Context: an optimization exercise on an open-source flow, tuned for small area, a short achievable clock period and few clock cycles per item. The choices shown serve that exercise and are no tape-out recipe. Function was checked by simulation only, so behaviour that the tests miss may differ from the original.

`flow/config.mk`:
```
export PLATFORM = sky130hd
export DESIGN_NAME = pev_point
export DESIGN_NICKNAME = pev_point
export VERILOG_FILES = /design/flow/design.v
export SDC_FILE = /design/flow/constraint.sdc
export NUM_CORES = 4
export LEC_CHECK = 0
export ABC_AREA = 1
export ABC_CLOCK_PERIOD_IN_PS = 50000
export CAP_MARGIN = 20
export CORE_MARGIN = 2
export CORE_UTILIZATION = 40
export SLEW_MARGIN = 20
```
`flow/constraint.sdc`:
```
create_clock -name core_clock -period 125.0 [get_ports {clk}]
set_input_delay 25.0000 -clock core_clock [delete_from_list [all_inputs] [get_ports {clk}]]
set_output_delay 25.0000 -clock core_clock [all_outputs]
set_load 0.01 [all_outputs]
```
`flow/design.v`:
```
module pev_fmul (
    input  wire [31:0] a,
    input  wire [31:0] b,
    output wire [31:0] y,
    output wire        ovf        
);
    wire [7:0]  ea = a[30:23], eb = b[30:23];
    wire        a_zero = (ea == 8'd0), b_zero = (eb == 8'd0);
    wire        s      = a[31] ^ b[31];
    wire [47:0] p      = {1'b1, a[22:0]} * {1'b1, b[22:0]};
    wire        top    = p[47];
    wire [23:0] mant   = top ? p[47:24] : p[46:23];
    wire        g      = top ? p[23] : p[22];
    wire        st     = (p[21:0] != 22'd0) | (top & p[22]);
    wire        rup    = g & (st | mant[0]);
    wire [24:0] mr     = {1'b0, mant} + {24'd0, rup};
    wire [9:0]  e1     = {2'b00, ea} + {2'b00, eb} + {9'd0, top} + {9'd0, mr[24]} - 10'd127;
    wire        zero   = a_zero | b_zero | e1[9] | (e1 == 10'd0);
    assign ovf = !zero && (e1[8] || e1[7:0] == 8'hFF);
    assign y   = zero ? {s, 31'd0} : {s, e1[7:0], mr[22:0]};
endmodule
module pev_fadd (
    input  wire [31:0] a,
    input  wire [31:0] b,
    output wire [31:0] y,
    output wire        ovf
);
    wire        a_zero = (a[30:23] == 8'd0), b_zero = (b[30:23] == 8'd0);
    wire        swap = (b[30:0] > a[30:0]);
    wire [30:0] l    = swap ? b[30:0] : a[30:0];
    wire [30:0] m    = swap ? a[30:0] : b[30:0];
    wire        ls   = swap ? b[31] : a[31];
    wire        sub  = a[31] ^ b[31];
    wire [7:0]  d    = l[30:23] - m[30:23];
    wire        m_nz = (m[30:23] != 8'd0);
    wire [26:0] lm = {1'b1, l[22:0], 3'b000};
    wire [26:0] mm = {m_nz, m[22:0] & {23{m_nz}}, 3'b000};
    wire        big     = (d >= 8'd27);
    wire [26:0] mm_sh   = big ? 27'd0 : (mm >> d[4:0]);
    wire [26:0] lost    = mm & ~({27{1'b1}} << d[4:0]);
    wire        stk     = big ? m_nz : (lost != 27'd0);
    wire [26:0] ms      = {mm_sh[26:1], mm_sh[0] | stk};
    wire [27:0] r       = sub ? ({1'b0, lm} - {1'b0, ms}) : ({1'b0, lm} + {1'b0, ms});
    wire [26:0] v0 = r[26:0];
    wire        z16 = (v0[26:11] == 16'd0);
    wire [26:0] v1 = z16 ? {v0[10:0], 16'd0} : v0;
    wire        z8  = (v1[26:19] == 8'd0);
    wire [26:0] v2 = z8 ? {v1[18:0], 8'd0} : v1;
    wire        z4  = (v2[26:23] == 4'd0);
    wire [26:0] v3 = z4 ? {v2[22:0], 4'd0} : v2;
    wire        z2  = (v3[26:25] == 2'd0);
    wire [26:0] v4 = z2 ? {v3[24:0], 2'd0} : v3;
    wire        z1  = !v4[26];
    wire [26:0] v5 = z1 ? {v4[25:0], 1'b0} : v4;
    wire [4:0]  lz = {z16, z8, z4, z2, z1};
    wire [26:0] rn = r[27] ? {r[27:2], r[1] | r[0]} : v5;
    wire [9:0]  e0 = r[27] ? ({2'b00, l[30:23]} + 10'd1) : ({2'b00, l[30:23]} - {5'd0, lz});
    wire [23:0] mant = rn[26:3];
    wire        rup  = rn[2] & (rn[1] | rn[0] | mant[0]);
    wire [24:0] mr   = {1'b0, mant} + {24'd0, rup};
    wire [9:0]  e1   = e0 + {9'd0, mr[24]};
    wire        rzero = !r[27] && !v5[26];              
    wire        flush = e1[9] || (e1 == 10'd0);
    assign ovf = !(a_zero && b_zero) && !rzero && !flush && (e1[8] || e1[7:0] == 8'hFF);
    assign y = (a_zero && b_zero) ? {a[31] & b[31], 31'd0} :
               rzero              ? 32'd0 :
               flush              ? {ls, 31'd0} :
                                    {ls, e1[7:0], mr[22:0]};
endmodule
module pev_i2f (
    input  wire [31:0] x,
    output wire [31:0] y
);
    wire        s   = x[31];
    wire [31:0] mag = s ? (32'd0 - x) : x;
    wire        z16 = (mag[31:16] == 16'd0);
    wire [31:0] v1  = z16 ? {mag[15:0], 16'd0} : mag;
    wire        z8  = (v1[31:24] == 8'd0);
    wire [31:0] v2  = z8 ? {v1[23:0], 8'd0} : v1;
    wire        z4  = (v2[31:28] == 4'd0);
    wire [31:0] v3  = z4 ? {v2[27:0], 4'd0} : v2;
    wire        z2  = (v3[31:30] == 2'd0);
    wire [31:0] v4  = z2 ? {v3[29:0], 2'd0} : v3;
    wire        z1  = !v4[31];
    wire [31:0] n   = z1 ? {v4[30:0], 1'b0} : v4;
    wire [4:0]  lz  = {z16, z8, z4, z2, z1};
    wire [23:0] mant = n[31:8];
    wire        rup  = n[7] & ((n[6:0] != 7'd0) | mant[0]);
    wire [24:0] mr   = {1'b0, mant} + {24'd0, rup};
    wire [7:0]  e    = 8'd158 - {3'd0, lz} + {7'd0, mr[24]};
    assign y = (x == 32'd0) ? 32'd0 : {s, e, mr[22:0]};
endmodule
module pev_key (
    input  wire [31:0] v,
    output wire [31:0] k
);
    wire z = (v[30:23] == 8'd0);
    assign k = z ? 32'h8000_0000 : (v[31] ? ~v : {1'b1, v[30:0]});
endmodule
module pev_point (
    input  wire        clk,
    input  wire        rst,
    input  wire        in_valid,
    output wire        in_ready,
    input  wire [31:0] x,           
    input  wire [31:0] gain,
    input  wire [31:0] offset,
    input  wire        filt_en,
    input  wire        restart,
    input  wire [31:0] alpha,
    input  wire [31:0] y_prev,
    input  wire [31:0] lim_hh,
    input  wire [31:0] lim_h,
    input  wire [31:0] lim_l,
    input  wire [31:0] lim_ll,
    input  wire [31:0] clr_hh,
    input  wire [31:0] clr_h,
    input  wire [31:0] clr_l,
    input  wire [31:0] clr_ll,
    input  wire [3:0]  lim_en,      
    input  wire [3:0]  cond_prev,   
    output reg         out_valid,
    output reg  [31:0] y_out,
    output reg  [3:0]  cond_out,
    output reg         bad_range
);
    assign in_ready = 1'b1;
    function automatic is_special(input [31:0] v);
        is_special = (v[30:23] == 8'hFF);
    endfunction
    function automatic is_nan(input [31:0] v);
        is_nan = (v[30:23] == 8'hFF) && (v[22:0] != 23'd0);
    endfunction
    reg         v1;
    reg  [31:0] x1, gain1, off1, alpha1, yp1;
    reg         filt1;
    reg  [31:0] t_hh1, t_h1, t_l1, t_ll1;
    reg  [3:0]  en1, cp1;
    always @(posedge clk) begin
        if (rst) v1 <= 1'b0;
        else     v1 <= in_valid;
        x1     <= x;
        gain1  <= gain;
        off1   <= offset;
        alpha1 <= alpha;
        yp1    <= y_prev;
        filt1  <= filt_en & ~restart;
        t_hh1  <= cond_prev[3] ? clr_hh : lim_hh;
        t_h1   <= cond_prev[2] ? clr_h  : lim_h;
        t_l1   <= cond_prev[1] ? clr_l  : lim_l;
        t_ll1  <= cond_prev[0] ? clr_ll : lim_ll;
        en1    <= lim_en;
        cp1    <= cond_prev;
    end
    wire [31:0] xf, m;
    wire        m_ovf;
    pev_i2f  u_i2f  (.x(x1), .y(xf));
    pev_fmul u_gain (.a(gain1), .b(xf), .y(m), .ovf(m_ovf));
    wire [31:0] k_hh, k_h, k_l, k_ll;
    pev_key u_khh (.v(t_hh1), .k(k_hh));
    pev_key u_kh  (.v(t_h1),  .k(k_h));
    pev_key u_kl  (.v(t_l1),  .k(k_l));
    pev_key u_kll (.v(t_ll1), .k(k_ll));
    wire f1_hh = en1[3] & is_nan(t_hh1) & cp1[3];    
    wire f0_hh = ~en1[3] | (is_nan(t_hh1) & ~cp1[3]);  
    wire f1_h  = en1[2] & is_nan(t_h1) & cp1[2];
    wire f0_h  = ~en1[2] | (is_nan(t_h1) & ~cp1[2]);
    wire f1_l  = en1[1] & is_nan(t_l1) & cp1[1];
    wire f0_l  = ~en1[1] | (is_nan(t_l1) & ~cp1[1]);
    wire f1_ll = en1[0] & is_nan(t_ll1) & cp1[0];
    wire f0_ll = ~en1[0] | (is_nan(t_ll1) & ~cp1[0]);
    reg         v2;
    reg  [31:0] m2, off2, alpha2, yp2;
    reg         filt2, bad2;
    reg  [31:0] k_hh2, k_h2, k_l2, k_ll2;
    reg  [3:0]  cp2;
    always @(posedge clk) begin
        if (rst) v2 <= 1'b0;
        else     v2 <= v1;
        m2     <= m;
        off2   <= off1;
        alpha2 <= alpha1;
        yp2    <= yp1;
        filt2  <= filt1;
        bad2   <= is_special(gain1) | m_ovf | is_special(off1) |
                  (filt1 & (is_special(yp1) | is_special(alpha1)));
        k_hh2  <= f0_hh ? 32'hFFFF_FFFF : (f1_hh ? 32'h0000_0000 : k_hh);
        k_h2   <= f0_h  ? 32'hFFFF_FFFF : (f1_h  ? 32'h0000_0000 : k_h);
        k_l2   <= f0_l  ? 32'h0000_0000 : (f1_l  ? 32'hFFFF_FFFF : k_l);
        k_ll2  <= f0_ll ? 32'h0000_0000 : (f1_ll ? 32'hFFFF_FFFF : k_ll);
        cp2    <= cp1;
    end
    wire [31:0] s, d;
    wire        s_ovf, d_ovf;
    pev_fadd u_off  (.a(m2), .b(off2), .y(s), .ovf(s_ovf));
    pev_fadd u_diff (.a(s), .b({~yp2[31], yp2[30:0]}), .y(d), .ovf(d_ovf));
    reg         v3;
    reg  [31:0] sd3, alpha3, yp3;
    reg         filt3, bad3;
    reg  [31:0] k_hh3, k_h3, k_l3, k_ll3;
    reg  [3:0]  cp3;
    always @(posedge clk) begin
        if (rst) v3 <= 1'b0;
        else     v3 <= v2;
        sd3    <= filt2 ? d : s;
        alpha3 <= alpha2;
        yp3    <= yp2;
        filt3  <= filt2;
        bad3   <= bad2 | s_ovf | (filt2 & d_ovf);
        k_hh3  <= k_hh2;
        k_h3   <= k_h2;
        k_l3   <= k_l2;
        k_ll3  <= k_ll2;
        cp3    <= cp2;
    end
    wire [31:0] e, yf;
    wire        e_ovf, yf_ovf;
    pev_fmul u_alph (.a(alpha3), .b(sd3), .y(e), .ovf(e_ovf));
    pev_fadd u_acc  (.a(yp3), .b(e), .y(yf), .ovf(yf_ovf));
    wire [31:0] y   = filt3 ? yf : sd3;
    wire        bad = bad3 | (filt3 & (e_ovf | yf_ovf));
    wire [31:0] ky;
    pev_key u_ky (.v(y), .k(ky));
    wire n_hh = ky >= k_hh3;
    wire n_h  = ky >= k_h3;
    wire n_l  = ky <= k_l3;
    wire n_ll = ky <= k_ll3;
    always @(posedge clk) begin
        if (rst) out_valid <= 1'b0;
        else     out_valid <= v3;
        bad_range <= bad;
        y_out     <= bad ? yp3 : y;
        cond_out  <= bad ? cp3 : {n_hh, n_h, n_l, n_ll};
    end
endmodule
```
`flow/run.sh`:
```
#!/bin/bash
# synth_recipe.tcl (not shown) runs the flow's synth.tcl, then flattens the netlist and writes it again
# the make line also repeats each setting of config.mk as NAME=value (left out here)
make -C /OpenROAD-flow-scripts/flow DESIGN_CONFIG=/design/flow/config.mk WORK_HOME=/design/flow/orfs CLKGATE_MAP_FILE= SYNTH_SCRIPT=/design/flow/synth_recipe.tcl finish
```
==> out/metrics.cfg <==
[outcome]
outcome = finished clean

[synthesis]
synthCells = 13800
synth_top_family_by_area = adder cells
synth_top_area_share = 0.200
synth_cell_types = 94
syn_area_mm2 = 0.0977
synth_ff_type = dfxtp_1
yosys.area_share.simple = 0.261
synth.area.mux_share = 0.0160
synth.area.top_cells = fa_1 20%, dfxtp_1 17%, nand2_1 13%
synth_area_leader_cell = fa_1
syn-num-nets = 16000
synth_xor_area_frac = 0.0267
synth_fa_ha_area_frac = 0.299
synth_edf_count = 0
syn_area_per_cell_um2 = 7.09
ys_seq_area_frac = 0.170
async_flop_share = 0
ys_ff_latch = 830
yosys_warnings = 1
synth_compound_area_frac = 0.0973

[route]
wl_mm = 321
drt-pass1-iter-count = 7
drt_iter0_drc = 7480
drcViolationCount = 0
wire_per_inst_um = 18.7
vias_per_cell = 5.12
ant_nets = 0
num_vias = 88000

[global_routing]
grt_start_max_net_pins = 99
grtUsageTotal = 0.255
grt_first_pass_wirelength_mm = 497
grt_antenna_before_repair = 11
grt_remaining_overflow = 0
grt_pass1_vias = 85600

[clocking]
post_cts_buffers = 0
cts.sinks = 830
insertion_delay_ps = 770
cts-root-buf = clkbuf_16
ctsHoldBuffers = 0
cts_made_buffers = 88
cts.htree.levels = 3
ctsResizeCount = 0
cts_tree = yes
clockBufferDepth = 3
clkTransAtPathRegs_ps = 70

[worst_setup_path]
critPathMostFrequentCell = nand2_1
critical_path_required_ps = 125610
cp.arrival_ps = 33980
max_stage_delay_ps = 1000
path_class = flip-flop to flip-flop
critPathSlowestCell = dfxtp_1
endpoint_kind = flip-flop
ff2ff_setup_slack_ps = 91630
critPathMaxFanout = 30
cp-start-kind = flip-flop

[timing]
setup_viol = 0
fin_crit_sh = 0.267
worst_pin_slew_ps = 1290
skew_ps = 71.8
finalHoldViolations = 0
max_freq_mhz = 30.0
slew_headroom = 0.131
tns_ps = 0
drv_slew = 0
grt_setup_unrepaired = false
finalCriticalPeriod_ps = 33370

[min_path]
hp-class = flip-flop to flip-flop

[cells_and_area]
drive_above_1_share = 0.0636
fin_nets = 16100
layout-area-overhead-vs-synth_pct = 10.4
final_util = 0.444

[die]
num_io_pins = 468
rows = 181
initial_core_util = 0.402
fp.dieArea_mm2 = 0.248
fp.dieW_um = 498
coreArea_mm2 = 0.243
die_h_um = 498

[placed_design]
dp.final_hpwl_mm = 262
io_buffers = 466
routabilityCongestion = 1.00

[run]
drv_cap = 0

-- synth_stat cells (all sizes together) (7+ instances only) --
master	number
a2111oi	7
a211oi	13
a21boi	9
a21o	16
a21oi	552
a221oi	11
a31oi	61
and3	7
buf	154
clkbuf	381
clkinv	15
dfxtp	830
fa	974
ha	776
inv	2642
mux2	128
mux2i	12
nand2	3544
nand3	838
nand3b	29
nand4	155
nor2	1044
nor3	105
nor4	69
o2111ai	8
o211ai	34
o21a	22
o21ai	802
o21bai	41
o221ai	11
o22ai	26
o31ai	51
o41ai	10
or2	62
xnor2	125
xor2	168
-- final timing paths --
| kind | start | to | cells after the start |
|---|---|---|---|
| min reg2reg | k_l2[26] | k_l3[26] | 0 |
| min | k_l2[26] | k_l3[26] | 0 |
| max reg2reg | alpha3[3] | cond_out[2] | 180 |
| max | alpha3[3] | cond_out[2] | 180 |
-- cell type report --
| type | instances | area [µm²] |
|---|---|---|
| Inverter | 2658 | 10000 |
| Clock buffer | 113 | 2450 |
| Fill cell | 25100 | 135000 |
| Timing Repair Buffer | 594 | 5620 |
| Antenna cell | 6 | 15.0 |
| Clock inverter | 46 | 702 |
| Multi-Input combinational cell | 9750 | 68400 |
| Tap cell | 3202 | 4010 |
| Sequential cell | 830 | 16600 |
-- placed cells by master (no fill, tap or decap), types with 103 or more instances in the layout --
master,count
dfxtp_1,828
fa_1,974
clkdlybuf4s50_1,466
nor2_1,970
xor2_1,164
nand4_1,152
o21ai_0,697
mux2_2,128
nand3_1,763
inv_1,2606
ha_1,776
nand2_2,150
buf_4,126
a21oi_1,539
nor3_1,103
nand2_1,3366
xnor2_1,124
-- stage by stage --
step	hold WS [ps]	cell area [µm²]	setup WS [ps]	std cells
final	293	108000	91630	17200
after global routing	290	108000	87940	17200
after CTS	269	108000	92260	17200
after detailed placement	312	105000	92290	17000
after global placement	310	105000	92930	17000
after floorplan	310	97700	99010	13800
-- cell families (layout without fill, tap and decap cells) --
| kind of cell | Yosys count | in the layout |
|---|---|---|
| DFF | 830 | 830 |
| other | 1 | 7 |
| AOI/OAI and AO/OA | 1696 | 1696 |
| xor gates and xnor gates | 293 | 293 |
| and+or+nand+nor | 5870 | 5870 |
| buffers and inverters | 3193 | 3411 |
| muxes | 140 | 140 |
| adders and majority gates | 1750 | 1750 |
-- routing by layer --
metal / part of all wire / global-route usage / routed length [µm]
met1: 0.44 / 0.344 / 141000
met2: 0.45 / 0.410 / 144000
met3: 0.066 / 0.0357 / 21200
met4: 0.049 / 0.108 / 15700
met5: 0.000087 / 0 / 28
-- critical path, delay by kind of cell, from the launching register on --
family	cells	cell delay, ps
buffers and inverters	23	3890
XOR/XNOR	4	1240
AND/OR/NAND/NOR	96	13980
adder cells (fa/ha/maj)	17	5820
flip-flops	1	1000
AO/OA/AOI/OAI	40	7190
Testbench counts, summed over its fixed seeds: cycles 32,032, items 32,000.

## port drivers added, routing unchanged
No port has a modelled driver above. Below, the same layout with a new extraction and two added sets of constraints.
Step 1 sets driving cells, clkbuf_16 on the clock port and buf_2 on the other inputs (assumed; they add their load-dependent delay and slew).
Step 2 times the ports against the registers' clock, not the clock port: input delays grow and output delays shrink by t, the midpoint of the rising clock arrivals with the driver on.
Slacks: ideal / step 1 / step 2; pairs: ideal / step 1.
shift t [ns]: 0.822
slack for setup (ns): 91.629 / 91.629 / 91.629
worst hold slack (ns): 0.293 / 0.293 / 0.293
worst setup path after step 2: register to register
After both steps this run still meets setup and hold. For this run, drivers alone change the setup slack by 0.000 ns; drivers and shift together by 0.000 ns.
